Source: an optimization exercise on an open RTL-to-GDS flow (aim: small area and a short achievable clock period). Production flows keep margins and buffers that such runs may drop.
RTL that was checked went through simulation tests only; none was proved equivalent to the original.
Function not checked in runs 5 and 6: the RTL went through the layout flow alone.
Power figures rest on the tool's default switching activity, not on a simulated workload.

--- config.mk ---
export PLATFORM = sky130hd
export DESIGN_NAME = cvt_lane
export DESIGN_NICKNAME = cvt_lane
export VERILOG_FILES = /design/flow/design.v
export SDC_FILE = /design/flow/constraint.sdc
export NUM_CORES = 4
export LEC_CHECK = 0
export ABC_AREA = 1
export CAP_MARGIN = 20
export CORE_MARGIN = 2
export CORE_UTILIZATION = 40
export CTS_CLUSTER_DIAMETER = 100
export CTS_CLUSTER_SIZE = 30
export PLACE_DENSITY = 0.6
export SETUP_SLACK_MARGIN = 0.5
export SLEW_MARGIN = 60
--- constraint.sdc ---
create_clock -name core_clock -period 15.0 [get_ports {clk}]
set_input_delay 3.0000 -clock core_clock [delete_from_list [all_inputs] [get_ports {clk}]]
set_output_delay 3.0000 -clock core_clock [all_outputs]
set_load 0.01 [all_outputs]
--- design.v ---
module cvt_lane (
    input  wire        clk,
    input  wire        rst,
    input  wire        in_valid,
    input  wire [31:0] in_src,       
    input  wire [7:0]  in_e,         
    input  wire [3:0]  in_fmt,       
    input  wire [1:0]  in_rm,        
    input  wire        in_sat,       
    input  wire [23:0] in_u,         
    output reg         out_valid,
    output reg  [31:0] out_res,      
    output reg         out_invalid,
    output reg         out_overflow
);
    function automatic [10:0] add11(input [10:0] a, input [10:0] b, input cin);
        reg [10:0] g, p, G, P;
        integer i;
        begin
            g = a & b;
            p = a ^ b;
            G = g;
            P = p;
            for (i = 10; i >= 1; i = i - 1) begin G[i] = G[i] | (P[i] & G[i-1]); P[i] = P[i] & P[i-1]; end
            for (i = 10; i >= 2; i = i - 1) begin G[i] = G[i] | (P[i] & G[i-2]); P[i] = P[i] & P[i-2]; end
            for (i = 10; i >= 4; i = i - 1) begin G[i] = G[i] | (P[i] & G[i-4]); P[i] = P[i] & P[i-4]; end
            for (i = 10; i >= 8; i = i - 1) begin G[i] = G[i] | (P[i] & G[i-8]); P[i] = P[i] & P[i-8]; end
            add11[0] = p[0] ^ cin;
            for (i = 1; i <= 10; i = i + 1)
                add11[i] = p[i] ^ (G[i-1] | (P[i-1] & cin));
        end
    endfunction
    reg va, vb, vc;
    always @(posedge clk) begin
        if (rst) begin
            va <= 1'b0; vb <= 1'b0; vc <= 1'b0; out_valid <= 1'b0;
        end else begin
            va <= in_valid; vb <= va; vc <= vb; out_valid <= vc;
        end
    end
    wire [7:0] E0 = in_src[30:23];
    reg        a_s, a_sat;
    reg [22:0] a_F;
    reg [7:0]  a_E, a_e;
    reg [3:0]  a_fmt;
    reg        a_sr;
    reg [23:0] a_u;
    always @(posedge clk) begin
        a_s   <= in_src[31];
        a_F   <= in_src[22:0];
        a_E   <= E0;
        a_e   <= in_e;
        a_fmt <= in_fmt;
        a_sr  <= (in_rm == 2'd1);
        a_sat <= in_sat;
        a_u   <= {in_u[23:1], (in_rm == 2'd1) ? in_u[0] : (in_rm == 2'd0)};
    end
    wire               Ez1 = ~|a_E;
    wire               Ex1 = &a_E;
    wire        [22:0] F1  = a_F;
    wire               Fz1 = ~|F1;
    wire signed [10:0] X1  = add11({3'b000, a_E}, ~{{3{a_e[7]}}, a_e}, 1'b1);   
    wire nan1  = Ex1 & ~Fz1;
    wire snan1 = nan1 & ~F1[22];
    wire inf1  = Ex1 & Fz1;
    wire zero1 = Ez1 & Fz1;
    wire i_int1 = a_fmt[3];
    wire i_e5_1 = ~a_fmt[3] & a_fmt[2];
    wire i_e4_1 = ~a_fmt[3] & ~a_fmt[2] & a_fmt[1] & a_fmt[0];
    wire i_h_1  = ~a_fmt[3] & ~a_fmt[2] & a_fmt[1] & ~a_fmt[0];
    wire i_bf_1 = ~a_fmt[3] & ~a_fmt[2] & ~a_fmt[1] & a_fmt[0];
    wire i_sp_1 = ~a_fmt[3] & ~a_fmt[2] & ~a_fmt[1] & ~a_fmt[0];
    wire [2:0] fc1 = {a_fmt[3] | a_fmt[2], a_fmt[3] | a_fmt[1], a_fmt[3] ? a_fmt[2] : a_fmt[0]};
    reg [4:0] clz1;
    integer k;
    always @(*) begin
        clz1 = 5'd23;
        for (k = 0; k < 23; k = k + 1)
            if (F1[k]) clz1 = 5'd22 - k[4:0];
    end
    wire [4:0] lzf1 = Ez1 ? clz1 : 5'd0;
    wire [23:0] M1 = {~Ez1, F1};
    reg [8:0] C1;
    reg [4:0] nn1;
    reg [8:0] Ymax1, Ymin1;
    always @(*) begin
        C1    = ({9{i_int1}} & 9'd150) | ({9{i_e5_1}} & 9'd134) | ({9{i_e4_1}} & 9'd141) |
                ({9{i_h_1}}  & 9'd126) | ({9{i_bf_1}} & 9'd17)  | ({9{i_sp_1}} & 9'd1);
        nn1   = ({5{i_e5_1}} & 5'd21)  | ({5{i_e4_1}} & 5'd20)  | ({5{i_h_1}}  & 5'd13) |
                ({5{i_bf_1}} & 5'd16);
        Ymax1 = ({9{i_e5_1 | i_h_1}} & 9'd142) | ({9{i_e4_1}} & 9'd135) |
                ({9{i_bf_1 | i_sp_1}} & 9'd254);
        Ymin1 = ({9{i_e5_1 | i_h_1}} & 9'd113) | ({9{i_e4_1}} & 9'd121) |
                ({9{i_bf_1 | i_sp_1}} & 9'd1);
    end
    wire signed [10:0] nsub32 = add11({2'd0, C1} + 11'd32, ~X1, ~Ez1);
    wire        [6:0]  nnrm32 = {2'd0, nn1} + 7'd32 - {2'd0, lzf1} - {6'd0, Ez1};
    wire signed [10:0] Y1     = add11(X1, ~{6'd0, lzf1}, 1'b1);           
    wire signed [10:0] Xm1    = add11(X1, ~{2'd0, Ymin1}, 1'b1);
    wire               normal1 = ~i_int1 & ~zero1 & ~Xm1[10] & ((|Xm1[9:5]) | (Xm1[4:0] >= lzf1));
    wire        [6:0]  shs1   = nsub32[10] ? 7'd0 : (|nsub32[9:7]) ? 7'd127 : nsub32[6:0];
    wire        [6:0]  sh1    = normal1 ? nnrm32 : shs1;
    wire               yeq1    = ~Ez1 & (X1 == $signed({2'd0, Ymax1}));
    wire               fbig1   = ~Ez1 & ((X1 > $signed({2'd0, Ymax1})) | (i_e4_1 & yeq1 & (&F1[22:20])));
    wire               ibig1   = (nsub32 <= 11'sd23);
    wire               spec1   = nan1 | inf1;
    reg [23:0] Mx1;
    reg [7:0]  efx1;
    always @(*) begin
        if (i_int1) begin
            Mx1  = 24'd0;
            efx1 = 8'd0;
        end else if (nan1 | (inf1 & i_e4_1)) begin
            Mx1  = i_e4_1 ? 24'hF0_0000 : 24'hC0_0000;
            efx1 = i_e4_1 ? 8'h0F : (i_h_1 | i_e5_1) ? 8'h1F : 8'hFF;
        end else if (inf1) begin
            Mx1  = 24'h80_0000;
            efx1 = (i_h_1 | i_e5_1) ? 8'h1F : 8'hFF;
        end else begin
            Mx1  = i_sp_1 ? 24'hFF_FFFF : i_bf_1 ? 24'hFF_0000 : i_h_1 ? 24'hFF_E000 : 24'hE0_0000;
            efx1 = i_e4_1 ? 8'h0F : (i_h_1 | i_e5_1) ? 8'h1E : 8'hFE;
        end
    end
    wire        force1 = spec1 | (~i_int1 & fbig1);
    wire [23:0] Mb1    = force1 ? Mx1 : M1;
    wire [7:0]  ef1    = force1 ? efx1 :
                         ~normal1 ? 8'd0 :
                         i_e4_1 ? {4'd0, ~Y1[3], Y1[2:0]} :
                         (i_h_1 | i_e5_1) ? {3'd0, ~Y1[4], Y1[3:0]} : Y1[7:0];
    wire        big1   = i_int1 ? (~nan1 & (ibig1 | inf1)) : (fbig1 & ~spec1);
    wire        inv1   = i_int1 ? spec1 : (snan1 | (inf1 & i_e4_1));
    wire        s1     = a_s & ~nan1;
    reg        b_s, b_big, b_yeq, b_sat, b_inv;
    reg [23:0] b_M, b_u;
    reg [6:0]  b_sh;
    reg [7:0]  b_ef;
    reg [2:0]  b_fmt;
    reg        b_sr;
    always @(posedge clk) begin
        b_s     <= s1;
        b_M     <= Mb1;
        b_sh    <= sh1;
        b_big   <= big1;
        b_yeq   <= yeq1 & ~spec1;
        b_ef    <= ef1;
        b_fmt   <= fc1;
        b_sr    <= a_sr;
        b_sat   <= a_sat;
        b_u     <= a_u;
        b_inv   <= inv1;
    end
    wire [79:0] win2  = {b_M, 56'd0} >> b_sh;
    wire [31:0] kept2 = win2[55:24];
    wire [23:0] frac2 = win2[23:0];
    wire ru2 = b_sr ? (frac2 > b_u) : (b_u[0] & frac2[23] & ((|frac2[22:0]) | kept2[0]));
    wire i_int2 = b_fmt[2] & b_fmt[1];
    wire i_i8_2 = b_fmt[2] & b_fmt[1] & ~b_fmt[0];
    wire i_e5_2 = b_fmt[2] & ~b_fmt[1];
    wire i_e4_2 = ~b_fmt[2] & b_fmt[1] & b_fmt[0];
    wire i_h_2  = ~b_fmt[2] & b_fmt[1] & ~b_fmt[0];
    wire i_bf_2 = ~b_fmt[2] & ~b_fmt[1] & b_fmt[0];
    reg [31:0] val2;
    always @(*) begin
        if (i_i8_2)      val2 = {24'd0, kept2[7:0] ^ {8{b_s}}};
        else if (i_int2) val2 = kept2 ^ {32{b_s}};
        else if (i_e5_2) val2 = {24'd0, b_s, b_ef[4:0], kept2[1:0]};
        else if (i_e4_2) val2 = {24'd0, b_s, b_ef[3:0], kept2[2:0]};
        else if (i_h_2)  val2 = {16'd0, b_s, b_ef[4:0], kept2[9:0]};
        else if (i_bf_2) val2 = {16'd0, b_s, b_ef[7:0], kept2[6:0]};
        else             val2 = {b_s, b_ef[7:0], kept2[22:0]};
    end
    wire m_top2 = i_e5_2 ? (&kept2[1:0]) :
                  i_e4_2 ? (kept2[2:0] == 3'b110) :
                  i_h_2  ? (&kept2[9:0]) :
                  i_bf_2 ? (&kept2[6:0]) : (&kept2[22:0]);
    wire late2  = b_yeq & m_top2;
    wire ov8a2  = b_big | (|kept2[31:8]) | (kept2[7] & (~b_s | (|kept2[6:0])));
    wire ov8b2  = b_s ? kept2[7] : (&kept2[6:0]);
    wire ov32a2 = b_big | (kept2[31] & (~b_s | (|kept2[30:0])));
    wire ova2   = i_int2 ? (b_sat & (i_i8_2 ? ov8a2 : ov32a2)) : b_big;
    wire ovb2   = i_int2 ? (b_sat & i_i8_2 & ov8b2) : late2;
    reg        c_s, c_ru, c_ova, c_ovb, c_inv;
    reg [31:0] c_val;
    reg [2:0]  c_fmt;
    always @(posedge clk) begin
        c_s    <= b_s;
        c_val  <= val2;
        c_ru   <= ru2;
        c_ova  <= ova2;
        c_ovb  <= ovb2;
        c_fmt  <= b_fmt;
        c_inv  <= b_inv;
    end
    wire i_int3 = c_fmt[2] & c_fmt[1];
    wire i_i8_3 = c_fmt[2] & c_fmt[1] & ~c_fmt[0];
    wire        inc_c = i_int3 ? (c_s ^ c_ru) : (c_ru & ~c_ovb);
    wire [31:0] inc3  = c_val + {31'd0, inc_c};
    wire        isat3 = c_ova | (c_ovb & c_ru);
    wire [31:0] bnd3  = i_i8_3 ? {24'd0, c_s, {7{~c_s}}} : {c_s, {31{~c_s}}};
    wire [31:0] res3  = (i_int3 & isat3) ? bnd3 : {inc3[31:9], inc3[8] & ~i_i8_3, inc3[7:0]};
    wire        ovf3  = i_int3 ? (isat3 & ~c_inv) : (c_ova | (c_ovb & c_ru));
    always @(posedge clk) begin
        out_res      <= res3;
        out_invalid  <= c_inv;
        out_overflow <= ovf3;
    end
endmodule
--- flow/run.sh ---
#!/bin/bash
# Own flow: the standard layout, with one change to synthesis: the
# combinational logic is mapped by flow/abc_area.script (a delay-targeted
# map with area recovery, then ABC's buffering and sizing) and Yosys's
# full/half-adder extraction is skipped.  Registers, their names and their
# cells are exactly as in the standard synthesis.
set -euo pipefail
W=$PWD
rm -rf "$W/scripts_own"
cp -r "$FLOW_HOME/scripts" "$W/scripts_own"
sed -i -e 's/^  extract_fa .*$/  # extract_fa skipped/' \
       -e 's/^  techmap -map \$::env(ADDER_MAP_FILE)$/  # adder map skipped/' \
       "$W/scripts_own/synth.tcl"
grep -q "extract_fa skipped" "$W/scripts_own/synth.tcl"
cp "$W/flow/abc_area.script" "$W/scripts_own/abc_area.script"
bash "$W/standard.sh" SCRIPTS_DIR="$W/scripts_own" finish > "$W/standard.log" 2>&1
--- flow/abc_area.script ---
strash
dch
map -D 2800
topo
stime -c
buffer -c
upsize -c
dnsize -c
--- standard.sh ---
#!/bin/bash
# synth_recipe.tcl (not shown) runs the flow's synth.tcl, then flattens the netlist and writes it again
# the make line also repeats each setting of config.mk as NAME=value (left out here)
make -C /OpenROAD-flow-scripts/flow DESIGN_CONFIG=/design/flow/config.mk WORK_HOME=/design/flow/orfs CLKGATE_MAP_FILE= SYNTH_SCRIPT=/design/flow/synth_recipe.tcl "${@:-finish}"
==> out/summary.md, run 1 <==
The run finished with no timing, DRC or antenna violations. The number of buffers inserted during clock tree synthesis was 12. The fraction of post-synthesis cell area in the top cell type by area is 40.11%. The number of hold-repair buffers added at the cts stage was 0. The share of the clock period used by the worst path is 28.90%, and the worst slack at placement is 10.90 ns.

Ranked by total cell area, the synthesized netlist is headed by sky130_fd_sc_hd__dfxtp_1, sky130_fd_sc_hd__nor2_1, sky130_fd_sc_hd__nand2_1. The max-capacitance violation count is 0. The number of antenna violations at the first check in global routing is 0. The family of cells with the greatest summed delay on the critical path was buffers and inverters.

The critical path is of the flop to primary output type. At the end of routability-driven placement, the weighted congestion stood at 0.9783. For the worst setup path, the data arrival time is 1.34 ns.

In this run the top signal layer used is met4. In the routed layout, each cell is associated on average with a via count of 5.201. After detailed routing, the average wire length per cell comes to 15.27 um.

Counting along the longest clock path gives a buffer depth of 3. For the number of endpoints with negative hold slack in the final report, the log shows 0. The detailed-route DRC error count came out at 0.

Counting every sink on the clock net gives 220. 109 I/O pins were placed. In this run, the number of DRC markers left after iteration 0 of detailed routing was 874. Measured along the x axis, the die boundary spans 169.7 um. Once the floorplan was initialized, standard cells occupied 40.74% of the core. The largest driver fanout on the critical path is 1. Required time of the worst setup path: 12.00 ns.

Area enclosed by the die boundary: 28790 um^2. The number of warnings printed during yosys synthesis came out at 1. In this run the tool buffered the top-level ports with 108 buffer cells. Classification of the worst-slack hold path: flop to flop. For the number of cell rows, the log shows 60.

In the final layout, the share of cells above drive strength 1 is 5.075%. After synthesis, the mean cell area works out to 6.906 um^2. For the H-tree depth reported by CTS, the log shows 1.

Wires add up to 30780 um. Cells fill 47.45% of the core in the end. Walking the worst path, the cells encountered are clkdlybuf4s50_1. The number of routed nets with antenna violations is 0. Across every metal layer, demand over resource in global routing totals 21.03%. Startpoint type of the worst setup path: a flop. STA classifies the critical path endpoint as a primary output. Buffers added to address setup during post-CTS repair amount to 0. The root buffer cell chosen for the clock tree is sky130_fd_sc_hd__clkbuf_16. The longest individual stage delay on the worst path was 0.53 ns; the post-route setup TNS was 0 ns. Measured against its own limit, the worst slew margin works out to 60.41%.

0 antenna diodes ended up in the layout. The slowest stage of the critical path belongs to the cell sky130_fd_sc_hd__clkdlybuf4s50_1. In this run, synthesis inferred 0 flip-flops with an integrated enable.

The run gives 26950 um^2 as the core area. TritonCTS built the clock tree. Sequential cell area fraction in the yosys report: 40.11%. Counting tap cells, the placed design contains a total of 1996 instances. The fraction of synthesis flops using an asynchronous set or reset pin is 0%. The total routed wire length on the met1 layer came out at 13470 um. The mapped netlist covers 10980 um^2.

Setup violations remaining at the end of the flow were counted as 0. The number of nets handed over by synthesis was 1664. In the detailed route, the total length drawn on met3 is 1294 um. Once detailed placement completed, the half-perimeter wirelength came to 24780 um. The layout overhead on the synthesized area came out at 16.47%. Gates resized during post-CTS repair numbered 0. The layout net count was 1745; the largest net degree at the start of global routing was 44. The minimum clock period is 4.335 ns, and the worst setup skew after layout is 0.01535 ns. Clock-pin slew was measured on the worst setup and hold paths at 0.11 ns.

The first-pass GRT wire length came out at 48370 um. The first TritonRoute pass finished after 6 iterations. Worst path setup slack after routing: 10.66 ns. Layout filler cell count: 2732.

The logs give 0 for the sum of overflow across all layers after global routing and 9520 for the number of global-route vias before repair. The leading area contributor after synthesis is sky130_fd_sc_hd__dfxtp_1. Setup repair after global routing left no endpoint under its margin. After layout, the design draws a total of 0.001905 W. The combined buffer and inverter count along the critical path is 1, and the max-slew violation count is 0. The leading register cell type out of synthesis is sky130_fd_sc_hd__dfxtp_1. In this run the static leakage power is 5.498 nW.

Synthesis handed over a netlist of 1590 instances. At the pin with the least slew margin, the transition time is 0.5877 ns. The run gives 10.49k as the total vias in the final route. The achievable clock frequency is 230.7 MHz, and the peak supply drop is 0.00008762 V. Once layout is complete, the cells apart from fillers number 2016. The vertical die dimension was 169.7 um.

In this run the power density over the cells is 149.0 nW/um^2. After synthesis, the most frequently instantiated cells are sky130_fd_sc_hd__nor2_1, sky130_fd_sc_hd__nand2_1, sky130_fd_sc_hd__dfxtp_1. The logs give 0.48 ns for the worst-skew pair later-pin latency and 49 for the number of different library cells in the post-synthesis netlist.

Flip-flop and latch count after synthesis: 220. The routed design uses 14870 um of met2 wire. In the post-synthesis netlist, the cell with the most instances is sky130_fd_sc_hd__nor2_1.
area by class of cell:
class / count / area [um^2] / share of cell area, %
inverter: 191 / 718.2 / 5.616
clock buffer: 13 / 325.3 / 2.544
sequential: 220 / 4408 / 34.47
multi-input combinational: 1125 / 5677 / 44.39
clock inverter: 5 / 63.81 / 0.4990
tap: 341 / 426.7 / 3.336
timing repair buffer: 121 / 1170 / 9.148
metrics by stage:
step / cell area (um^2) / hold WS [ns]
after detailed placement: 12390 / 0.3121
after floorplan: 10980 / 0.3096
after CTS: 12780 / 0.3334
final: 12790 / 0.3335
after global routing: 12790 / 0.3397
after global placement: 12360 / 0.3117
layer usage:
metal / vias to the layer above / global-route usage (%)
met1: 4664 / 26.18
met3: 59 / 2.332
met2: 328 / 37.25
met4: 0 / 8.175
li1: 5435 / -
met5: - / 0
final timing paths:
path	from	end	slack (ns)	depth (start not counted)
worst max-delay path	out_valid	out_valid	10.66	1
worst min-delay path	a_sat	b_sat	0.33	0
worst max register to register	a_E[2]	b_ef[5]	10.84	14
worst min register to register	a_sat	b_sat	0.33	0
kinds of logic after synthesis:
kind of cell	synth area share, %
simple gates	27.86
compound gates	19.50
buf+inv	8.398
flops	40.11
xor+xnor	2.313
mux	1.823
power by group:
part | leakage (nW) | total [W] | switching [W] | internal [W]
clock network | 0.187 | 0.000364 | 0.000198 | 0.000166
logic | 3.47 | 0.000813 | 0.000528 | 0.000285
registers | 1.84 | 0.000728 | 0.0000563 | 0.000672
total | 5.50 | 0.00191 | 0.000783 | 0.00112
cells in the final DEF (no fill, tap or decap), drive strengths merged, types with 3 or more instances in the layout:
cell type      count
o21bai             3
o22ai             23
buf               11
nor3              32
and3               5
a21oi             63
clkbuf            15
o21ai            110
xnor2              8
a22oi             38
clkdlybuf4s50    108
or2               15
clkinv             7
mux2i             20
nand3             27
dfxtp            220
a211oi            14
nor4              15
o311ai             3
o211ai            12
a31oi             40
o31ai             29
inv              188
nand2            293
o221ai             4
nand4             21
xor2              21
nor2             312
sequential cells by signal, summed over array words and instances (netlist names), 3 cells and up:
name / flops
c_val: 32
out_res: 32
a_u: 24
b_M: 24
b_u: 24
a_F: 23
a_E: 8
a_e: 8
b_ef: 8
b_sh: 7
a_fmt: 4
b_fmt: 3
c_fmt: 3
==> run 2, diff against run 1 <==
--- a/flow/run.sh
+++ b/flow/run.sh
@@ -5,3 +5,4 @@
 # full/half-adder extraction is skipped.  Registers, their names and their
-# cells are exactly as in the standard synthesis.
+# cells are exactly as in the standard synthesis.  Every port gets a buf_2
+# buffer (the standard flow picks clkdlybuf4s50_1).
 set -euo pipefail
@@ -15,2 +16,2 @@
 cp "$W/flow/abc_area.script" "$W/scripts_own/abc_area.script"
-bash "$W/standard.sh" SCRIPTS_DIR="$W/scripts_own" finish > "$W/standard.log" 2>&1
+bash "$W/standard.sh" SCRIPTS_DIR="$W/scripts_own" BUFFER_PORTS_ARGS="-buffer_cell sky130_fd_sc_hd__buf_2" finish > "$W/standard.log" 2>&1
==> flow/abc_area.script (replaced) <==
strash
dch
map -D 2400
topo
stime -c
buffer -c
upsize -c
dnsize -c
==> run 2 against run 1 <==
  * Still clean
  * Utilization down 2.1 points
  * Via count up 1.4%
  * Flip-flop and latch count unchanged
  * Final area down 1.3%
  * Sequential share of layout area up 0.45 points
==> out/summary.md, run 2 <==
The run finished with no timing, DRC or antenna violations. The power per cell area was 150.0 nW/um^2 (+0.67%). Worst min-delay path endpoint: b_u[1]. The max-slew violation count came out at 0 (unchanged). The cell at the root of the clock tree was sky130_fd_sc_hd__clkbuf_16.

The critical path class is flop to primary output. The largest driver fanout on the critical path came out at 1 (unchanged). The minimum clock period was 3.930 ns (-0.4056 ns).

The detail-routed net length per standard cell was 15.20 um (-0.48%); the number of endpoints with negative hold slack in the final report was 0 (unchanged). The average size of a mapped cell works out to 7.062 um^2 (+2.3%). The run gives 3 (unchanged) as the number of buffers between clock root and the deepest sink. The post-route setup TNS is 0 ns (unchanged). The number of antenna violations at the first check in global routing is 0 (unchanged). The sequential cell area fraction in the yosys report came out at 38.83% (-1.3 points). The signal on the critical path passes through buf_2. The vertical die dimension is 172.4 um (+1.6%), and the weighted congestion at the end of routability-driven global placement is 0.9705 (-0.80%). The flip-flop and latch count after synthesis is 220 (unchanged). The number of buffers inserted during clock tree synthesis was 12 (unchanged). The utilization after layout is 45.31% (-2.1 points), and the number of setup buffers added after CTS is 0 (unchanged). The run gives 1606 (+1.0%) as the synthesized netlist cell count.

The most used flip-flop cell after synthesis is sky130_fd_sc_hd__dfxtp_1. The detailed-route DRC error count is 0 (unchanged). The share of the clock period used by the worst path was 26.20% (-2.7 points); the via-per-instance ratio was 5.151 (-0.98%). The clock transition at the register clock pins on the worst setup and hold paths after CTS was 0.10 ns (about the same).

For this design, the slowest cell found on the critical path is sky130_fd_sc_hd__dfxtp_1. The tools report the beginning of the worst hold path as a_u[1]. The leakage power was 5.571 nW (+1.3%). The measured slew at the worst slew-check pin is 0.6096 ns (+0.02190 ns). The number of clock sinks came out at 220 (unchanged).

The tools report the startpoint type of the worst setup path as a flop. In the final layout, the registers with the most flip-flops are c_val: 32 flops, out_res: 32 flops. The top cell types in the final layout, fill and taps aside, are sky130_fd_sc_hd__nand2_1, sky130_fd_sc_hd__nor2_1, sky130_fd_sc_hd__dfxtp_1. For the area enclosed by the die boundary, the log shows 29720 um^2 (+3.2%). The detailed placement HPWL came out at 25250 um (+1.9%). The run gives 0 (unchanged) as the number of cells upsized or downsized after cts. Layout net count: 1757 (+0.69%). Setup repair after global routing left no endpoint under its margin. The depth of the most critical reg-to-reg path came out at 20 (+6).

The fraction of synthesis flops using an asynchronous set or reset pin was 0% (unchanged). The worst register-to-register path ends at c_ru. The fraction of post-synthesis cell area in the top cell type by area was 38.83% (-1.3 points); the global-route usage over all layers was 21.21% (+0.17 points). The worst setup skew after layout was 0.01155 ns (-0.003798 ns). The run gives 1 (unchanged) as the number of warnings printed during yosys synthesis.

The chip width was 172.4 um (+1.6%); the sum of overflow across all layers after global routing was 0 (unchanged). The cell count of the worst hold path was 0 (unchanged); the signal arrival time at the worst endpoint was 0.93 ns (-0.41 ns). The H-tree depth reported by CTS is 1 (unchanged).

The achievable clock frequency was 254.5 MHz (+10%). For the number of hold-repair buffers added at the cts stage, the log shows 0 (unchanged). On the critical path the largest part of the delay comes from flip-flops. The startpoint identified for the worst register-to-register timing path is b_sh[0].

Most common cell after layout, fill and taps aside: sky130_fd_sc_hd__nand2_1. The most instantiated library cell after synthesis is sky130_fd_sc_hd__nand2_1. The first-pass GRT wire length is 49960 um (+3.3%), and the tightest slew margin relative to the limit is 59.36% (-1.0 points). Classification of the worst-slack hold path: flop to flop.

For the largest net degree at the start of global routing, the log shows 39 (-11%). The layout cell share with drive strength beyond 1 came out at 13.46% (+8.4 points). After synthesis, the most frequently instantiated cells are sky130_fd_sc_hd__nand2_1, sky130_fd_sc_hd__nor2_1, sky130_fd_sc_hd__dfxtp_1. The tools report the total of endpoints with negative setup slack in the final report as 0 (unchanged).

The initial standard-cell utilization of the core is 40.71% (about the same). The logs give 10.64k (+1.4%) for the total vias in the final route and 61 (+1.7%) for the number of cell rows. The max-capacitance violation count came out at 0 (unchanged). TritonCTS built the clock tree. Peak supply drop: 0.00005923 V (-32%). The run gives 109 (unchanged) as the number of placed I/O pins. Launch point of the worst path: out_res[27]. Compared with the post-synthesis result, the final layout area differs by 11.29%. For the core area, the log shows 27860 um^2 (+3.4%). STA classifies the critical path endpoint as a primary output.

For the starting DRC count in detailed routing, the log shows 673 (-23%). For the layout filler cell count, the log shows 2902 (+6.2%). The synthesized cell area was 11340 um^2 (+3.3%); the number of nets produced by synthesis was 1680 (+0.96%). The longest individual stage delay on the worst path was 0.32 ns (-0.21 ns); the worst-case register-to-register setup slack was 11.33 ns (+0.49 ns). Sorting the synthesized cells by area gives the leading types as sky130_fd_sc_hd__dfxtp_1, sky130_fd_sc_hd__nand2_1, sky130_fd_sc_hd__nor2_1. The required time of the worst setup path came out at 12.00 ns (about the same). The worst-skew pair later-pin latency is 0.49 ns (about the same), and the first-pass iteration count of the detailed router is 8 (+2). The leading area contributor after synthesis is sky130_fd_sc_hd__dfxtp_1. The combined buffer and inverter count along the critical path is 1 (unchanged). For the diode insertion count for antenna repair, the log shows 0 (unchanged). The number of routed nets with antenna violations was 0 (unchanged). The run gives 9809 (+3.0%) as the number of global-route vias before repair. Number of different library cells in the post-synthesis netlist: 69 (+41%).

The number of flops mapped to enable cells by yosys works out to 0 (unchanged). The final wirelength was 31380 um (+1.9%); the count of buffers from port buffering was 108 (unchanged).
[run 2: cells by family (layout without fill, tap and decap cells)]
logic type               Yosys count  in the layout  synth area share (%)
multiplexers                      12             12                 1.059
adder cells (fa/ha/maj)            1              1               0.08826
XOR/XNOR                          35             35                 2.824
AO/OA/AOI/OAI                    382            382                 20.53
AND/OR/NAND/NOR                  717            717                 28.48
buffers and inverters            239            320                 8.185
flip-flops                       220            220                 38.83
[run 2: report_power, final]
group	switching (W)	total, W	internal [W]
sequential	0.0000650	0.000736	0.000671
combinational	0.000536	0.000792	0.000256
clock	0.000199	0.000365	0.000166
[run 2: worst max path at each step]
stage	to	slack, ns	cells past startpoint
finish	out_res[27]	11.07	1
CTS	out_res[27]	11.04	1
detailed placement	b_M[21]	11.37	20
global route	c_ru	10.96	20
global placement	c_ru	11.16	20
floorplan	out_invalid	11.67	0
[run 2: stage by stage]
| stage | power, W | hold slack [ns] | instances | cell area, um^2 | setup slack (ns) |
|---|---|---|---|---|---|
| floorplan | 0.001302 | 0.3096 | 1606 | 11340 | 11.67 |
| global placement | 0.001525 | 0.3110 | 2047 | 12200 | 11.16 |
| detailed placement | 0.001530 | 0.3121 | 2047 | 12230 | 11.37 |
| CTS | 0.001899 | 0.3251 | 2065 | 12610 | 11.04 |
| global route | 0.002034 | 0.3281 | 2065 | 12620 | 10.96 |
| finish | 0.001893 | 0.3267 | 2065 | 12620 | 11.07 |
[run 2: final cells by class]
cell class                 count  area, um^2  share of cell area (%)
tap                          378       473.0                   3.747
sequential                   220        4408                   34.92
timing repair buffer         118       615.6                   4.877
clock buffer                  14       329.1                   2.607
multi-input combinational   1147        6045                   47.89
inverter                     184       698.2                   5.531
clock inverter                 4       53.80                  0.4262
[run 2: routing by layer]
layer	vias up	GRT usage, %	part of all wire (%)
met3	46	2.106	4.5
met1	4752	26.64	44
met2	327	38.45	49
li1	5511	-	-
met5	-	0	0
met4	0	5.919	2.4
==> run 3, diff against run 2 <==
==> flow/abc_area.script (replaced) <==
strash
dch
map -D 2800
topo
stime -c
buffer -c
upsize -c
dnsize -c
==> run 3 against run 2 <==
  * Still clean
  * Flip-flop and latch count did not move
  * Combinational power fell by 2.9%
  * Routed wire length fell by 2.7%
  * Power fell by 0.99%
  * Global-route usage fell by 0.19 points
  * Cell count fell by 2.5%
  * Critical path type is now flop to flop
  * Largest cell class unchanged
==> out/summary.md, run 3 <==
Among cell families on the critical path, the largest total delay comes from simple AND/OR/NAND/NOR gates. The number of clock sinks was 220 (unchanged); the H-tree depth reported by CTS was 1 (unchanged). The cell count of the worst hold path is 0 (unchanged), and the initial standard-cell utilization of the core is 40.74% (about the same). For this run, the leading register cell type out of synthesis is sky130_fd_sc_hd__dfxtp_1.

Most instantiated library cell after synthesis: sky130_fd_sc_hd__nor2_1. The layout filler cell count was 2793 (-3.8%); the signal arrival time at the worst endpoint was 4.59 ns (+3.66 ns). The longest individual stage delay on the worst path came out at 0.54 ns (+0.22 ns). The classification of the worst-slack hold path was flop to flop. The largest total area in the synthesized netlist belongs to sky130_fd_sc_hd__dfxtp_1. The logs give 0 (unchanged) for the number of antenna violations at the first check in global routing and 0.9586 (-1.2%) for the weighted congestion at the end of routability-driven global placement. The area enclosed by the die boundary was 28790 um^2 (-3.1%); the worst path setup slack after routing was 10.81 ns (-0.2593 ns).

The worst setup path is captured at a flop. The layout net count was 1742 (-0.85%). The run gives 238.7 MHz (-6.2%) as the achievable clock frequency.

Counting stages on the worst path, the most repeated cell is sky130_fd_sc_hd__nor2_1. End of the critical path: b_ef[5]. The run gives 24640 um (-2.4%) as the detailed placement HPWL. The number of warnings printed during yosys synthesis is 1 (unchanged), and the chip width is 169.7 um (-1.6%). The flip-flop and latch count after synthesis is 220 (unchanged). The worst setup path is launched from a flop. The critical path in this run is classified as flop to flop. The required time of the worst setup path is 15.40 ns (+3.40 ns). Worst setup skew after layout: 0.02738 ns (+0.01582 ns). The starting DRC count in detailed routing is 665 (-1.2%).

The startpoint identified for the worst register-to-register timing path is a_E[2]. Average size of a mapped cell: 6.906 um^2 (-2.2%). The critical path goes through nor4_1, inv_1, nor2_1, inv_1, nor2_1, nand3_1, a21oi_1, nor2_1, or4_1, o311ai_1, nand2_1, nor2_1, nand2_1, o22ai_1. The number of placed I/O pins was 109 (unchanged). The fraction of synthesis flops using an asynchronous set or reset pin is 0% (unchanged), and the number of hold-repair buffers added at the cts stage is 0 (unchanged). The number of nets produced by synthesis was 1664 (-0.95%); the vertical die dimension was 169.7 um (-1.6%). Number of flops mapped to enable cells by yosys: 0 (unchanged). The run finished with no timing, DRC or antenna violations. The global-route usage over all layers was 21.02% (-0.19 points); the tightest slew margin relative to the limit was 60.08% (+0.72 points).

The total power came out at 0.001874 W (-0.99%). The tools report the number of endpoints with negative hold slack in the final report as 0 (unchanged). The total vias in the final route is 10.42k (-2.0%). The number of routed nets with antenna violations was 0 (unchanged); the clock transition at the register clock pins on the worst setup and hold paths after CTS was 0.10 ns (about the same). On the critical path, the stage with the largest delay is an instance of sky130_fd_sc_hd__or4_1.

The measured slew at the worst slew-check pin is 0.5988 ns (-0.01084 ns), and the core area is 26950 um^2 (-3.3%). Max-slew violation count: 0 (unchanged). Fraction of post-synthesis cell area in the top cell type by area: 40.11% (+1.3 points).

The largest net degree at the start of global routing is 44 (+13%), and the number of buffers between clock root and the deepest sink is 3 (unchanged). The sequential cell area fraction in the yosys report was 40.11% (+1.3 points). Most common cell after layout, fill and taps aside: sky130_fd_sc_hd__nor2_1. The power per cell area is 152.6 nW/um^2 (+1.8%), and the synthesized cell area is 10980 um^2 (-3.2%).

The largest driver fanout on the critical path came out at 8 (+7). The via-per-instance ratio is 5.176 (+0.50%). The sum of overflow across all layers after global routing is 0 (unchanged). The peak supply drop is 0.00006507 V (+9.9%). The number of setup buffers added after CTS was 0 (unchanged). Depth of the most critical reg-to-reg path: 14 (-30%).

By count the netlist is led by sky130_fd_sc_hd__nor2_1, sky130_fd_sc_hd__nand2_1, sky130_fd_sc_hd__dfxtp_1. The run gives 0 (unchanged) as the number of cells upsized or downsized after cts. In this run the critical register-to-register path is captured at b_ef[5].

The most critical setup path has its startpoint at a_E[2]. The cell depth of the worst setup path came out at 14 (+13). The final wirelength is 30530 um (-2.7%), and the share of the clock period used by the worst path is 27.93% (+1.7 points). Worst-skew pair later-pin latency: 0.50 ns (about the same). The library cells used most frequently in the layout, excluding fill and tap cells, are sky130_fd_sc_hd__nor2_1, sky130_fd_sc_hd__nand2_1, sky130_fd_sc_hd__dfxtp_1. Combined buffer and inverter count along the critical path: 2 (+1).

The post-route setup TNS is 0 ns (unchanged), and the number of global-route vias before repair is 9634 (-1.8%). Number of different library cells in the post-synthesis netlist: 49 (-29%). The number of cell rows came out at 60 (-1.6%). Relative to the synthesized area, the layout overhead comes to 11.84%.

The synthesized netlist cell count was 1590 (-1.0%). For the total of endpoints with negative setup slack in the final report, the log shows 0 (unchanged). TritonCTS built the clock tree.

The detail-routed net length per standard cell came out at 15.17 um (-0.19%). The worst slack at placement was 10.66 ns (-0.7178 ns). The detailed-route DRC error count came out at 0 (unchanged). Count of buffers from port buffering: 108 (unchanged). The layout cell share with drive strength beyond 1 was 11.54% (-1.9 points).

Setup repair after global routing left no endpoint under its margin. The first-pass GRT wire length is 48690 um (-2.5%), and the first-pass iteration count of the detailed router is 5 (-3). In this run the clock root is driven by a sky130_fd_sc_hd__clkbuf_16.

In the post-synthesis netlist, the biggest area contributors are sky130_fd_sc_hd__dfxtp_1, sky130_fd_sc_hd__nor2_1, sky130_fd_sc_hd__nand2_1. The logs give 0 (unchanged) for the diode insertion count for antenna repair and 12 (unchanged) for the number of buffers inserted during clock tree synthesis. The worst-case register-to-register setup slack is 10.81 ns (-0.52 ns), and the minimum clock period is 4.189 ns (+0.2593 ns).

Leakage power: 5.544 nW (-0.47%). The largest registers in the layout are c_val: 32 flops, out_res: 32 flops. Max-capacitance violation count: 0 (unchanged).
-- run 3: changes by cell type after synthesis, moves of 8 or more --
cell and change:
sky130_fd_sc_hd__a31oi_1 +16, sky130_fd_sc_hd__inv_1 +13, sky130_fd_sc_hd__inv_2 -8, sky130_fd_sc_hd__mux2i_1 +8, sky130_fd_sc_hd__nand4_1 -8, sky130_fd_sc_hd__nor2_1 +67
sky130_fd_sc_hd__o21ai_1 -53, sky130_fd_sc_hd__o31ai_1 +9, sky130_fd_sc_hd__or2_1 -11
-- run 3: per-stage QoR --
stage | utilization [%] | cell area (um^2) | cells | hold WS [ns]
3_3_place_gp | 43.80 | 11810 | 1993 | 0.3109
4_1_cts | 45.48 | 12260 | 2012 | 0.3317
3_5_place_dp | 43.93 | 11840 | 1994 | 0.3135
5_1_grt | 45.57 | 12280 | 2013 | 0.3392
2_1_floorplan | - | 10980 | 1590 | 0.3096
6_report | 45.57 | 12280 | 2013 | 0.3265
-- run 3: worst min path at each step --
stage | end | startpoint | slack [ns]
floorplan | b_sat | a_sat | 0.31
global placement | b_u[7] | a_u[7] | 0.31
detailed placement | b_u[15] | a_u[15] | 0.31
CTS | b_u[11] | a_u[11] | 0.33
global route | c_inv | b_inv | 0.34
finish | b_u[11] | a_u[11] | 0.33
-- run 3: cell type report --
type	count	area, um^2	area share [%]
Timing Repair Buffer	118	616.8	5.023
Tap cell	341	426.7	3.474
Clock buffer	15	364.1	2.965
Multi-Input combinational cell	1125	5690	46.34
Sequential cell	220	4409	35.90
Clock inverter	3	55.05	0.4483
Inverter	191	718.2	5.848
-- run 3: cell families (layout without fill, tap and decap cells) --
family                 count (synthesis)  in the layout  synth area share, %
AO/OA/AOI/OAI                        350            350                19.50
buffers and inverters                245            327                8.398
XOR/XNOR                              29             29                2.313
flip-flops                           220            220                40.11
AND/OR/NAND/NOR                      726            726                27.86
multiplexers                          20             20                1.823
-- run 3: where the power goes --
part | switching, W | internal (W)
Clock | 0.000194 | 0.000180
Combinational | 0.000522 | 0.000247
Sequential | 0.0000599 | 0.000672
Total | 0.000775 | 0.00110
-- run 3: metal layers --
metal | global-route usage (%) | part of all wire (%)
met3 | 3.125 | 5.6
met4 | 7.098 | 3.5
met5 | 0 | 0
met2 | 36.65 | 47
met1 | 26.56 | 43
==> run 4, diff against run 3 <==
==> flow/abc_area.script (replaced) <==
strash
dch
map -D 2400
topo
stime -c
buffer -c
upsize -c
dnsize -c
--- a/config.mk
+++ b/config.mk
@@ -10,6 +10,6 @@
 export CORE_MARGIN = 2
-export CORE_UTILIZATION = 40
+export CORE_UTILIZATION = 60
 export CTS_CLUSTER_DIAMETER = 100
 export CTS_CLUSTER_SIZE = 30
-export PLACE_DENSITY = 0.6
+export PLACE_DENSITY = 0.75
 export SETUP_SLACK_MARGIN = 0.5
==> run 4 against run 3 <==
  * Via count up 4.5%
  * Routed wire length shrank 1.0%
  * Non-clock buffer count unchanged
  * Clock skew shrank 0.014 ns
  * Power fell by 2.1%
  * Final area up 0.69%
  * Hold slack better by 0.0090 ns
  * Highest routed layer unchanged
  * Worst setup slack better by 0.26 ns
  * Still clean on timing, DRC and antenna
  * Largest cell class unchanged
==> out/summary.md, run 4 <==
TritonCTS built the clock tree. Among all stages on the critical path, the largest delay is contributed by sky130_fd_sc_hd__dfxtp_1. The run gives 5.542 nW (about the same) as the leakage power. The number of buffers between clock root and the deepest sink came out at 3 (unchanged). For the starting DRC count in detailed routing, the log shows 789 (+19%). The tools report the cell at the root of the clock tree as sky130_fd_sc_hd__clkbuf_16. Detail-routed net length per standard cell: 15.77 um (+4.0%). The tools report the tightest slew margin relative to the limit as 61.19% (+1.1 points). The synthesized netlist cell count was 1606 (+1.0%); the measured slew at the worst slew-check pin was 0.5800 ns (-0.01877 ns). The largest net degree at the start of global routing is 39 (-11%).

The tools report the signal arrival time at the worst endpoint as 0.93 ns (-3.66 ns). The run gives 0 ns (unchanged) as the post-route setup TNS. In the final layout, the registers with the most flip-flops are c_val: 32 flops, out_res: 32 flops. The combined buffer and inverter count along the critical path is 1 (-1), and the number of different library cells in the post-synthesis netlist is 69 (+41%).

For the placed cell count, the log shows 1902 (-4.6%). The run finished with no timing, DRC or antenna violations. The via-per-instance ratio was 5.685 (+9.8%). The run gives 0.01344 ns (-0.01394 ns) as the worst setup skew after layout. The number of antenna violations at the first check in global routing was 0 (unchanged). The run gives 0 (unchanged) as the number of setup buffers added after CTS. The largest driver fanout on the critical path was 1 (-7).

The total internal power is 0.001066 W (-3.0%), and the layout cell share with drive strength beyond 1 is 13.26% (+1.7 points). Max-slew violation count: 0 (unchanged). The critical path goes through buf_2. The worst-skew pair later-pin latency was 0.47 ns (-0.03 ns). From synthesis to final layout, the design area changed by 9.024%. The share of the clock period used by the worst path is 26.18% (-1.7 points). The synthesized design spends more area on one cell type than any other, namely sky130_fd_sc_hd__dfxtp_1.

The total of endpoints with negative setup slack in the final report was 0 (unchanged); the number of endpoints with negative hold slack in the final report was 0 (unchanged). The post-place instance area is 12040 um^2 (+1.7%). The diode insertion count for antenna repair was 0 (unchanged); the chip width was 141.5 um (-17%). The H-tree depth reported by CTS came out at 1 (unchanged).

The switching component of the power was 0.0007698 W (-0.72%); the vertical die dimension was 141.5 um (-17%). The min-delay analysis places its worst path in the category flop to flop. The proportion of power drawn by combinational gates came out at 42.3% (+1.3 points). The layout net count came out at 1756 (+0.80%). The critical path class was flop to primary output. The number of routed nets with antenna violations is 0 (unchanged), and the achievable clock frequency is 254.7 MHz (+6.7%). The sequential cell area fraction in the yosys report is 38.83% (-1.3 points), and the first-pass iteration count of the detailed router is 5 (unchanged).

The first-pass GRT wire length came out at 49010 um (+0.65%). The logs give 50 (-17%) for the number of cell rows and 10.20k (+5.9%) for the number of global-route vias before repair. The finished layout cell area was 12370 um^2 (+0.69%); the area enclosed by the die boundary was 20020 um^2 (-30%).

The run gives 109 (unchanged) as the number of placed I/O pins. The run gives 66.33% (+21 points) as the utilization after layout. Count of buffers from port buffering: 108 (unchanged). Fraction of synthesis flops using an asynchronous set or reset pin: 0% (unchanged). Leaving out fill and tap cells, the most frequent cell in the layout is sky130_fd_sc_hd__nand2_1. The sum of overflow across all layers after global routing was 0 (unchanged); the core area was 18640 um^2 (-31%). Element type at the critical path end: a primary output. The worst-case register-to-register setup slack is 11.45 ns (+0.64 ns). For this run, the leading register cell type out of synthesis is sky130_fd_sc_hd__dfxtp_1.

Final wirelength: 30220 um (-1.0%). The logs give 11340 um^2 (+3.3%) for the synthesized cell area and 30.03% (+9.0 points) for the global-route usage over all layers. The total vias in the final route was 10.89k (+4.5%); the flip-flop and latch count after synthesis was 220 (unchanged).

Yosys attributes the largest share of cell area to sky130_fd_sc_hd__dfxtp_1, sky130_fd_sc_hd__nand2_1, sky130_fd_sc_hd__nor2_1. Most instantiated library cell after synthesis: sky130_fd_sc_hd__nand2_1. The number of warnings printed during yosys synthesis is 1 (unchanged), and the weighted congestion at the end of routability-driven global placement is 0.9829 (+2.5%).

The tools report the peak supply drop as 0.00009234 V (+42%). The power per cell area is 148.4 nW/um^2 (-2.7%), and the minimum clock period is 3.927 ns (-0.2621 ns). The number of clock sinks was 220 (unchanged); the fraction of post-synthesis cell area in the top cell type by area was 38.83% (-1.3 points).

Number of hold-repair buffers added at the cts stage: 0 (unchanged). Sequential cell fraction of total power: 40.5% (+1.5 points). Detailed placement HPWL: 24130 um (-2.1%). For the worst path setup slack after routing, the log shows 11.07 ns (+0.2621 ns).

In the layout the commonest cells are sky130_fd_sc_hd__nand2_1, sky130_fd_sc_hd__nor2_1, sky130_fd_sc_hd__dfxtp_1. The average size of a mapped cell is 7.062 um^2 (+2.3%). The proportion of total power due to net switching works out to 41.94% (+0.57 points).

The clock transition at the register clock pins on the worst setup and hold paths after CTS is 0.10 ns (about the same). The commonest cells after synthesis are sky130_fd_sc_hd__nand2_1, sky130_fd_sc_hd__nor2_1, sky130_fd_sc_hd__dfxtp_1. The detailed-route DRC error count was 0 (unchanged); the part of the total power dissipated in the clock network was 17.3% (-2.7 points).

The run gives 1916 (-4.8%) as the final cell count without fillers. The number of cells upsized or downsized after cts was 0 (unchanged); the longest individual stage delay on the worst path was 0.33 ns (-0.21 ns). The family of cells with the greatest summed delay on the critical path is flip-flops. The logs give 60.84% (+20 points) for the initial standard-cell utilization of the core and 0 (unchanged) for the max-capacitance violation count. The number of flops mapped to enable cells by yosys was 0 (unchanged).

STA classifies the critical path startpoint as a flop. For the number of buffers inserted during clock tree synthesis, the log shows 11 (-1). The required time of the worst setup path was 12.00 ns (-3.40 ns).

Setup repair after global routing left no endpoint under its margin. The number of nets produced by synthesis came out at 1680 (+0.96%). The run gives 11.36 ns (+0.7018 ns) as the worst slack at placement.
run 4: logic make-up after synthesis:
logic type / count (synthesis) / synth area share (%)
xor+xnor: 35 / 2.824
flops: 220 / 38.83
buf+inv: 239 / 8.185
compound gates: 382 / 20.53
mux: 12 / 1.059
fa+ha+maj: 1 / 0.08826
simple gates: 717 / 28.48
run 4: path summary, 6_finish.rpt:
check	from	to	cells after the start
setup / recovery	out_res[1]	out_res[1]	1
hold / removal	a_u[6]	b_u[6]	0
setup reg to reg	a_fmt[3]	b_ef[7]	19
hold reg to reg	a_u[6]	b_u[6]	0
run 4: area by class of cell:
cell class,count,area [um^2]
fillers,1670,6277
clock inverters,1,20.02
repair buffers,118,613.1
inverters,184,696.9
flip-flops and latches,220,4409
clock buffers,12,279.0
multi-input cells,1147,6055
well taps,234,292.8
run 4: power by group through the flow:
stage	Clock [W]	Combinational [W]	Sequential, W
after floorplan	0	0.000566	0.000737
after global placement	0	0.000750	0.000751
after detailed placement	0	0.000759	0.000754
after global routing	0.000346	0.000870	0.000754
after CTS	0.000322	0.000763	0.000741
final	0.000317	0.000776	0.000743
run 4: stage by stage:
step           power, W  hold slack (ns)
4_1_cts        0.001827           0.3362
3_3_place_gp   0.001501           0.3117
2_1_floorplan  0.001302           0.3096
6_report       0.001835           0.3356
3_5_place_dp   0.001514           0.3121
5_1_grt        0.001970           0.3397
run 4: layer usage:
metal	share of wire, %	wire length (um)	vias up	global-route usage [%]
li1	-	-	5510	-
met2	49	14670	442	53.73
met1	39	11890	4819	35.31
met4	5.6	1684	0	15.74
met5	0	0	-	0
met3	6.5	1975	121	3.577
==> run 5, diff against run 4 <==
--- a/design.v
+++ b/design.v
@@ -98,4 +98,4 @@
     wire signed [10:0] Y1     = add11(X1, ~{6'd0, lzf1}, 1'b1);           
-    wire signed [10:0] Xm1    = add11(X1, ~{2'd0, Ymin1}, 1'b1);
-    wire               normal1 = ~i_int1 & ~zero1 & ~Xm1[10] & ((|Xm1[9:5]) | (Xm1[4:0] >= lzf1));
+    wire               normal1 = ~i_int1 & ~zero1 & (Ez1 ? (Y1 >= $signed({2'd0, Ymin1}))
+                                                         : (X1 >= $signed({2'd0, Ymin1})));
     wire        [6:0]  shs1   = nsub32[10] ? 7'd0 : (|nsub32[9:7]) ? 7'd127 : nsub32[6:0];
--- a/flow/run.sh
+++ b/flow/run.sh
@@ -5,4 +5,5 @@
 # full/half-adder extraction is skipped.  Registers, their names and their
-# cells are exactly as in the standard synthesis.  Every port gets a buf_2
-# buffer (the standard flow picks clkdlybuf4s50_1).
+# cells are exactly as in the standard synthesis.  Every input port gets a
+# buf_1 buffer and every output port a buf_2 (the standard flow puts
+# clkdlybuf4s50_1 on both).
 set -euo pipefail
@@ -16,2 +17,6 @@
 cp "$W/flow/abc_area.script" "$W/scripts_own/abc_area.script"
-bash "$W/standard.sh" SCRIPTS_DIR="$W/scripts_own" BUFFER_PORTS_ARGS="-buffer_cell sky130_fd_sc_hd__buf_2" finish > "$W/standard.log" 2>&1
+# port buffers: buf_1 on the inputs, buf_2 on the outputs
+sed -i 's/^    buffer_ports {\*}\[env_var_or_empty BUFFER_PORTS_ARGS\]$/    buffer_ports -inputs -buffer_cell sky130_fd_sc_hd__buf_1\n    buffer_ports -outputs -buffer_cell sky130_fd_sc_hd__buf_2/' \
+    "$W/scripts_own/global_place.tcl"
+grep -q "buffer_ports -outputs" "$W/scripts_own/global_place.tcl"
+bash "$W/standard.sh" SCRIPTS_DIR="$W/scripts_own" finish > "$W/standard.log" 2>&1
==> run 5 against run 4 <==
  * Still clean
  * Sequential power is 3.6% lower
  * Worst setup slack worse by 0.012 ns
  * Clock skew is 0.0089 ns higher
==> out/summary.md, run 5 <==
The logs give 19780 um^2 (-1.2%) for the area enclosed by the die boundary and 49060 um (about the same) for the first-pass GRT wire length. Number of setup buffers added after CTS: 0 (unchanged). The combined buffer and inverter count along the critical path is 1 (unchanged). Detailed-route DRC error count: 0 (unchanged). Detail-routed net length per standard cell: 15.90 um (+0.79%). The run gives 11.13 ns (-0.32 ns) as the worst-case register-to-register setup slack. The tools report the post-route setup TNS as 0 ns (unchanged). The startpoint identified for the worst register-to-register timing path is b_sh[0].

TritonCTS built the clock tree. In this run the most critical hold path is launched from a_u[4]. The tools report the number of placed I/O pins as 109 (unchanged).

The vertical die dimension is 140.6 um (-0.61%), and the number of cell rows is 49 (-2.0%). The depth of the most critical reg-to-reg path is 19 (unchanged), and the largest driver fanout on the critical path is 1 (unchanged). The run gives 1.021 (+3.9%) as the weighted congestion at the end of routability-driven global placement. The power per cell area is 143.7 nW/um^2 (-3.2%), and the number of cells upsized or downsized after cts is 0 (unchanged). The fraction of post-synthesis cell area in the top cell type by area is 39.32% (+0.49 points).

The number of warnings printed during yosys synthesis was 1 (unchanged). The starting DRC count in detailed routing was 1279 (+62%). The part of the total power dissipated in the clock network is 19.9% (+2.6 points). The slowest stage of the critical path is the sky130_fd_sc_hd__dfxtp_1 cell. The layout overhead on the synthesized area was 8.535%; the placed cell count was 1905 (+0.16%). The flow ran to the end and the layout has no timing, DRC or antenna violations. The number of flops mapped to enable cells by yosys was 0 (unchanged). The family of cells with the greatest summed delay on the critical path is flip-flops. The tools report the global-route usage over all layers as 30.46% (+0.43 points). The critical path goes through buf_2. The worst setup skew after layout came out at 0.02238 ns (+0.008941 ns). In the final layout, the registers with the most flip-flops are c_val: 32 flops, out_res: 32 flops. The most used flip-flop cell after synthesis is sky130_fd_sc_hd__dfxtp_1. The total vias in the final route is 11.20k (+2.8%). The share of the clock period used by the worst path works out to 26.26% (+0.081 points). The core area was 18150 um^2 (-2.7%); the minimum clock period was 3.939 ns (+0.01220 ns).

The largest total area in the synthesized netlist belongs to sky130_fd_sc_hd__dfxtp_1. In the layout the commonest cells are sky130_fd_sc_hd__nand2_1, sky130_fd_sc_hd__nor2_1, sky130_fd_sc_hd__dfxtp_1. Setup repair after global routing left no endpoint under its margin. The count of buffers from port buffering is 108 (unchanged), and the required time of the worst setup path is 12.00 ns (about the same). The critical path is of the flop to primary output type. The sum of overflow across all layers after global routing is 0 (unchanged).

The longest individual stage delay on the worst path works out to 0.34 ns (about the same). The flip-flop and latch count after synthesis was 220 (unchanged). Layout cell share with drive strength beyond 1: 7.329% (-5.9 points). The tools report the worst-skew pair later-pin latency as 0.48 ns (about the same). Clock transition at the register clock pins on the worst setup and hold paths after CTS: 0.11 ns (about the same). The measured slew at the worst slew-check pin was 0.5738 ns (-0.006159 ns).

The logs give 61.69% (+0.50 points) for the tightest slew margin relative to the limit and 3 (unchanged) for the number of buffers between clock root and the deepest sink. The achievable clock frequency is 253.9 MHz (-0.31%). The number of antenna violations at the first check in global routing is 1 (+1).

The chip width came out at 140.6 um (-0.61%). The peak supply drop is 0.0001420 V (+54%). The fraction of synthesis flops using an asynchronous set or reset pin is 0% (unchanged). The sequential cell area fraction in the yosys report was 39.32% (+0.49 points); the total of endpoints with negative setup slack in the final report was 0 (unchanged). Max-slew violation count: 0 (unchanged). The element type at the critical path end is a primary output. sky130_fd_sc_hd__nand2_1 is the most common cell in the netlist. The classification of the worst-slack hold path is flop to flop.

After synthesis, the cell types taking the most area are sky130_fd_sc_hd__dfxtp_1, sky130_fd_sc_hd__nand2_1, sky130_fd_sc_hd__nor2_1. The logs give 39.1% (-3.2 points) for the proportion of power drawn by combinational gates and 11200 um^2 (-1.2%) for the synthesized cell area. The leakage power is 5.441 nW (-1.8%). The logs give 0 (unchanged) for the diode insertion count for antenna repair and 0 (unchanged) for the number of hold-repair buffers added at the cts stage. The worst register-to-register path ends at c_ru. The final cell count without fillers was 1921 (+0.26%); the number of global-route vias before repair was 9994 (-2.0%). Ranked by instance count, the synthesized netlist is headed by sky130_fd_sc_hd__nand2_1, sky130_fd_sc_hd__nor2_1, sky130_fd_sc_hd__dfxtp_1. For the number of buffers inserted during clock tree synthesis, the log shows 11 (unchanged).

The layout net count is 1765 (+0.51%), and the via-per-instance ratio is 5.830 (+2.6%). For hold timing, the worst endpoint is b_u[4]. The run gives 0.001050 W (-1.5%) as the total internal power.

The logs give 1688 (+0.48%) for the number of nets produced by synthesis and 1614 (+0.50%) for the synthesized netlist cell count. The tools report the number of clock sinks as 220 (unchanged). The cell count of the worst hold path came out at 0 (unchanged).

The number of endpoints with negative hold slack in the final report is 0 (unchanged). The logs give 0.0006978 W (-9.4%) for the switching component of the power and 61.72% (+0.88 points) for the initial standard-cell utilization of the core. The proportion of total power due to net switching was 39.94% (-2.0 points); the number of routed nets with antenna violations was 0 (unchanged). The sequential cell fraction of total power was 41.0% (+0.5 points); the largest net degree at the start of global routing was 39 (unchanged). The tree is rooted in a sky130_fd_sc_hd__clkbuf_16. The signal arrival time at the worst endpoint was 0.94 ns (about the same).

The most common cell after layout, fill and taps aside was sky130_fd_sc_hd__nand2_1. The tools report the first-pass iteration count of the detailed router as 6 (+1). The final wirelength came out at 30540 um (+1.1%).

Max-capacitance violation count: 0 (unchanged). The logs give 1613 (-3.4%) for the layout filler cell count and 65 (-5.8%) for the number of different library cells in the post-synthesis netlist. The H-tree depth reported by CTS is 1 (unchanged), and the detailed placement HPWL is 23950 um (-0.71%). The worst setup path is launched from a flop. Average size of a mapped cell: 6.940 um^2 (-1.7%).
run 5: kinds of logic after synthesis:
group	after synthesis	share of synthesized area (%)
AO/OA/AOI/OAI	369	20.41
flip-flops	220	39.32
multiplexers	19	1.698
buffers and inverters	262	9.171
AND/OR/NAND/NOR	719	27.45
XOR/XNOR	25	1.955
run 5: metrics by stage:
stage                     setup slack, ns  area (um^2)  total power [W]  util [%]  hold WS [ns]
after floorplan                     11.67        11200         0.001206         -        0.3096
after global placement              11.17        11760         0.001376     64.79        0.3113
after detailed placement            11.29        11790         0.001386     64.94        0.3121
after CTS                           11.04        12140         0.001735     66.88        0.3231
after global routing                10.65        12160         0.001861     66.99        0.3327
final                               11.06        12160         0.001747     66.99        0.3241
run 5: final cells by class:
class	instances	area, um^2	area share (%)
Clock buffer	11	275.3	2.264
Sequential cell	220	4405	36.24
Timing Repair Buffer	120	534.3	4.395
Multi-Input combinational cell	1132	5804	47.75
Inverter	206	774.5	6.371
Clock inverter	3	76.32	0.6278
Tap cell	229	286.5	2.357
run 5: metal layers:
metal | wire length, um | GRT usage, %
met5 | 0 | 0
met4 | 834 | 7.789
met3 | 2890 | 5.027
met2 | 13170 | 48.55
met1 | 13640 | 43.36
run 5: power groups by stage:
stage	sequential [W]	combinational [W]	clock, W
6_report	0.000716	0.000683	0.000348
4_1_cts	0.000715	0.000661	0.000358
3_5_place_dp	0.000729	0.000657	0
5_1_grt	0.000724	0.000761	0.000376
3_3_place_gp	0.000726	0.000650	0
2_1_floorplan	0.000722	0.000483	0
run 5: worst max path at each step:
stage                        to   startpoint  depth (start not counted)
floorplan           out_invalid  out_invalid                          0
global placement           c_ru      b_sh[1]                         18
detailed placement        b_big     a_fmt[3]                         23
CTS                 out_res[10]  out_res[10]                          1
global route               c_ru      b_sh[0]                         19
finish               out_res[9]   out_res[9]                          1
==> run 6, diff against run 5 <==
==> flow/abc_area.script (replaced) <==
strash
dch
map -D 2400
strash
dch
map -D 2400
topo
stime -c
buffer -c
upsize -c
dnsize -c
==> run 6 against run 5 <==
  * Synthesized cell count rose by 0.19%
  * First-iteration DRC count fell by 13%
  * Clock power fell by 9.2%
  * Fmax fell by 0.16%
  * Hold slack improved by 0.0034 ns
  * Utilization fell by 0.13 points
  * Sequential share of layout area rose by 0.22 points
  * Cell count barely moved
  * Worst setup slack got worse by 0.0064 ns
  * Via count fell by 0.86%
  * Non-clock buffer count fell by 3
  * Die area fell by 0.37%
==> out/summary.md, run 6 <==
The run gives 0 (unchanged) as the number of routed nets with antenna violations. The tools report the number of buffers inserted during clock tree synthesis as 11 (unchanged). The number of cells upsized or downsized after cts is 0 (unchanged). For the number of buffers between clock root and the deepest sink, the log shows 3 (unchanged). The finished layout cell area was 12090 um^2 (-0.54%); the layout net count was 1764 (-0.057%).

Number of flops mapped to enable cells by yosys: 0 (unchanged). Minimum clock period: 3.945 ns (+0.006400 ns). The worst setup skew after layout is 0.02026 ns (-0.002118 ns), and the placed cell count is 1906 (+0.052%). The logs give 67 (+3.1%) for the number of different library cells in the post-synthesis netlist and 12.00 ns (about the same) for the required time of the worst setup path. The signal arrival time at the worst endpoint came out at 0.95 ns (about the same).

The depth of the most critical reg-to-reg path is 22 (+3), and the share of the clock period used by the worst path is 26.30% (+0.043 points). The run gives 0 ns (unchanged) as the post-route setup TNS. For the global-route usage over all layers, the log shows 31.58% (+1.1 points). In the final layout, the registers with the most flip-flops are c_val: 32 flops, out_res: 32 flops.

The part of the total power dissipated in the clock network is 18.7% (-1.2 points). Leaving out fill and tap cells, the most frequent cell in the layout is sky130_fd_sc_hd__nand2_1. By count the netlist is led by sky130_fd_sc_hd__nand2_1, sky130_fd_sc_hd__dfxtp_1, sky130_fd_sc_hd__nor2_1. Element type at the critical path end: a primary output.

The number of clock sinks came out at 220 (unchanged). Traced cell by cell, the critical path runs through buf_2. The leading area contributor after synthesis is sky130_fd_sc_hd__dfxtp_1. The flow ran to the end and the layout has no timing, DRC or antenna violations. The tools report the total internal power as 0.001006 W (-4.1%).

Detail-routed net length per standard cell: 16.33 um (+2.7%). The leading register cell type out of synthesis was sky130_fd_sc_hd__dfxtp_1. The detailed placement HPWL was 24540 um (+2.4%). The number of global-route vias before repair was 10.20k (+2.1%); the number of placed I/O pins was 109 (unchanged). The sequential cell fraction of total power was 42.4% (+1.4 points). The total power was 0.001691 W (-3.2%).

The library cells used most frequently in the layout, excluding fill and tap cells, are sky130_fd_sc_hd__nand2_1, sky130_fd_sc_hd__dfxtp_1, sky130_fd_sc_hd__inv_1, sky130_fd_sc_hd__nor2_1, sky130_fd_sc_hd__o21ai_0. The longest individual stage delay on the worst path is 0.35 ns (about the same), and the final wirelength is 31360 um (+2.7%). The max-capacitance violation count is 0 (unchanged), and the count of buffers from port buffering is 108 (unchanged). The largest net degree at the start of global routing was 44 (+13%).

The number of nets produced by synthesis was 1691 (+0.18%); the number of warnings printed during yosys synthesis was 1 (unchanged). The proportion of power drawn by combinational gates was 38.9% (-0.2 points); the total of endpoints with negative setup slack in the final report was 0 (unchanged). Family of cells with the greatest summed delay on the critical path: flip-flops. The cell count of the worst hold path is 0 (unchanged). For the leakage power, the log shows 5.329 nW (-2.1%). The power per cell area is 139.8 nW/um^2 (-2.7%). The logs give 0 (unchanged) for the diode insertion count for antenna repair and 11.10k (-0.86%) for the total vias in the final route. The area enclosed by the die boundary is 19700 um^2 (-0.37%). Ranked by total cell area, the synthesized netlist is headed by sky130_fd_sc_hd__dfxtp_1, sky130_fd_sc_hd__nand2_1, sky130_fd_sc_hd__nor2_1. The layout filler cell count was 1630 (+1.1%); the fraction of post-synthesis cell area in the top cell type by area was 39.47% (+0.15 points). Tightest slew margin relative to the limit: 59.20% (-2.5 points). The via-per-instance ratio was 5.783 (-0.81%); the H-tree depth reported by CTS was 1 (unchanged). The cell depth of the worst setup path was 1 (unchanged).

The number of endpoints with negative hold slack in the final report is 0 (unchanged). The library cell contributing the largest single delay on the critical path was sky130_fd_sc_hd__dfxtp_1. The chip width was 140.4 um (-0.18%); the achievable clock frequency was 253.5 MHz (-0.16%). For the starting DRC count in detailed routing, the log shows 1108 (-13%).

The classification of the worst-slack hold path was flop to flop. The number of cell rows is 49 (unchanged), and the max-slew violation count is 0 (unchanged). The synthesized cell area came out at 11160 um^2 (-0.38%).

The run gives 1.044 (+2.3%) as the weighted congestion at the end of routability-driven global placement. The average size of a mapped cell is 6.901 um^2 (-0.56%), and the clock transition at the register clock pins on the worst setup and hold paths after CTS is 0.11 ns (about the same). The first-pass GRT wire length was 50530 um (+3.0%); the sequential cell area fraction in the yosys report was 39.47% (+0.15 points). The startpoint type of the worst setup path was a flop. The measured slew at the worst slew-check pin came out at 0.6056 ns (+0.03174 ns). The detailed-route DRC error count was 0 (unchanged); the worst-skew pair later-pin latency was 0.47 ns (about the same). The combined buffer and inverter count along the critical path came out at 1 (unchanged).

The switching component of the power came out at 0.0006843 W (-1.9%). Flip-flop and latch count after synthesis: 220 (unchanged). The sum of overflow across all layers after global routing is 0 (unchanged), and the number of setup buffers added after CTS is 0 (unchanged). The largest driver fanout on the critical path was 1 (unchanged); the first-pass iteration count of the detailed router was 8 (+2).

Setup repair after global routing left no endpoint under its margin. The fraction of synthesis flops using an asynchronous set or reset pin works out to 0% (unchanged). The final cell count without fillers is 1920 (-0.052%), and the synthesized netlist cell count is 1617 (+0.19%). For the number of antenna violations at the first check in global routing, the log shows 0 (-1). The proportion of total power due to net switching is 40.47% (+0.54 points).

The root buffer cell chosen for the clock tree is sky130_fd_sc_hd__clkbuf_16. Vertical die dimension: 140.4 um (-0.18%). The run gives 0.0001446 V (+1.8%) as the peak supply drop.

The setup path with the least slack is of type flop to primary output. The initial standard-cell utilization of the core came out at 61.69% (about the same). TritonCTS built the clock tree. The layout overhead on the synthesized area was 8.365%; the post-place instance area was 11760 um^2 (-0.23%). The core area is 18090 um^2 (-0.34%), and the layout cell share with drive strength beyond 1 is 8.752% (+1.4 points). The number of hold-repair buffers added at the cts stage is 0 (unchanged). Among all cell types in the netlist, the one instantiated most often is sky130_fd_sc_hd__nand2_1.
==> run 6: cells by family (layout without fill, tap and decap cells) <==
kind of cell | after synthesis | count (layout) | share of synthesized area, %
flip-flops | 220 | 220 | 39.47
buffers and inverters | 256 | 330 | 8.870
multiplexers | 4 | 4 | 0.3588
AO/OA/AOI/OAI | 379 | 379 | 20.53
adder cells (fa/ha/maj) | 1 | 1 | 0.1009
AND/OR/NAND/NOR | 732 | 732 | 28.64
XOR/XNOR | 25 | 25 | 2.030
==> run 6: cell type report <==
cell class	count	area (um^2)	area share, %
multi-input cells	1141	5821	48.14
flip-flops and latches	220	4408	36.45
inverters	199	747.0	6.178
repair buffers	117	516.7	4.274
clock buffers	12	289.0	2.390
well taps	229	286.5	2.370
clock inverters	2	23.77	0.1966
==> run 6: power groups by stage <==
stage / logic (W) / registers, W / clock network, W
after global routing: 0.000729 / 0.000726 / 0.000343
after CTS: 0.000639 / 0.000715 / 0.000323
final: 0.000658 / 0.000717 / 0.000316
after detailed placement: 0.000635 / 0.000728 / 0
after global placement: 0.000629 / 0.000725 / 0
after floorplan: 0.000457 / 0.000717 / 0
==> run 6: layer usage <==
layer  global-route usage, %  vias to the layer above  wire [um]
met2                   50.72                      439      14020
met5                       0                        -          0
met4                   7.283                        0        692
li1                        -                     5514          -
met3                   5.470                       57       2486
met1                   44.62                     5094      14160
==> run 6: path summary, 6_finish.rpt <==
| kind | start | to | slack, ns |
|---|---|---|---|
| setup / recovery | out_res[25] | out_res[25] | 11.05 |
| hold / removal | a_u[21] | b_u[21] | 0.33 |
| setup reg to reg | b_sh[0] | c_ru | 11.20 |
| hold reg to reg | a_u[21] | b_u[21] | 0.33 |
==> run 6: through the flow <==
step	utilization [%]	hold WS [ns]	setup slack [ns]
floorplan	-	0.3096	11.67
global placement	64.79	0.3104	11.26
detailed placement	65.01	0.3128	11.29
CTS	66.74	0.3325	11.05
global route	66.86	0.3343	10.82
finish	66.86	0.3275	11.05

[re-timing with driven ports]
Ports are ideal in the flow. The routed layouts listed here were re-timed in OpenROAD. Step 1, drivers: a clkbuf_16 drives clk and a buf_2 each remaining input, both assumed. Step 2 also shifts input and output timing later by t, the mid clock arrival at the registers, as if the neighbouring blocks saw the same clock. Slacks: no drivers / after step 1 / after step 2; pairs: no drivers / after step 1.
| run | t (ns) | setup slack, ns | cell pins on the clock port's net |
|---|---|---|---|
| run 1 | 0.522 | 10.665 / 10.618 / 10.845 | 1 |
| run 2 | 0.532 | 11.070 / 11.021 / 11.332 | 1 |
| run 3 | 0.532 | 10.811 / 10.811 / 10.811 | 1 |
| run 4 | 0.514 | 11.073 / 11.026 / 11.449 | 1 |
| run 5 | 0.514 | 11.061 / 11.014 / 11.134 | 1 |
| run 6 | 0.499 | 11.055 / 11.012 / 11.199 | 1 |
After both steps setup and hold are still met in every run listed.
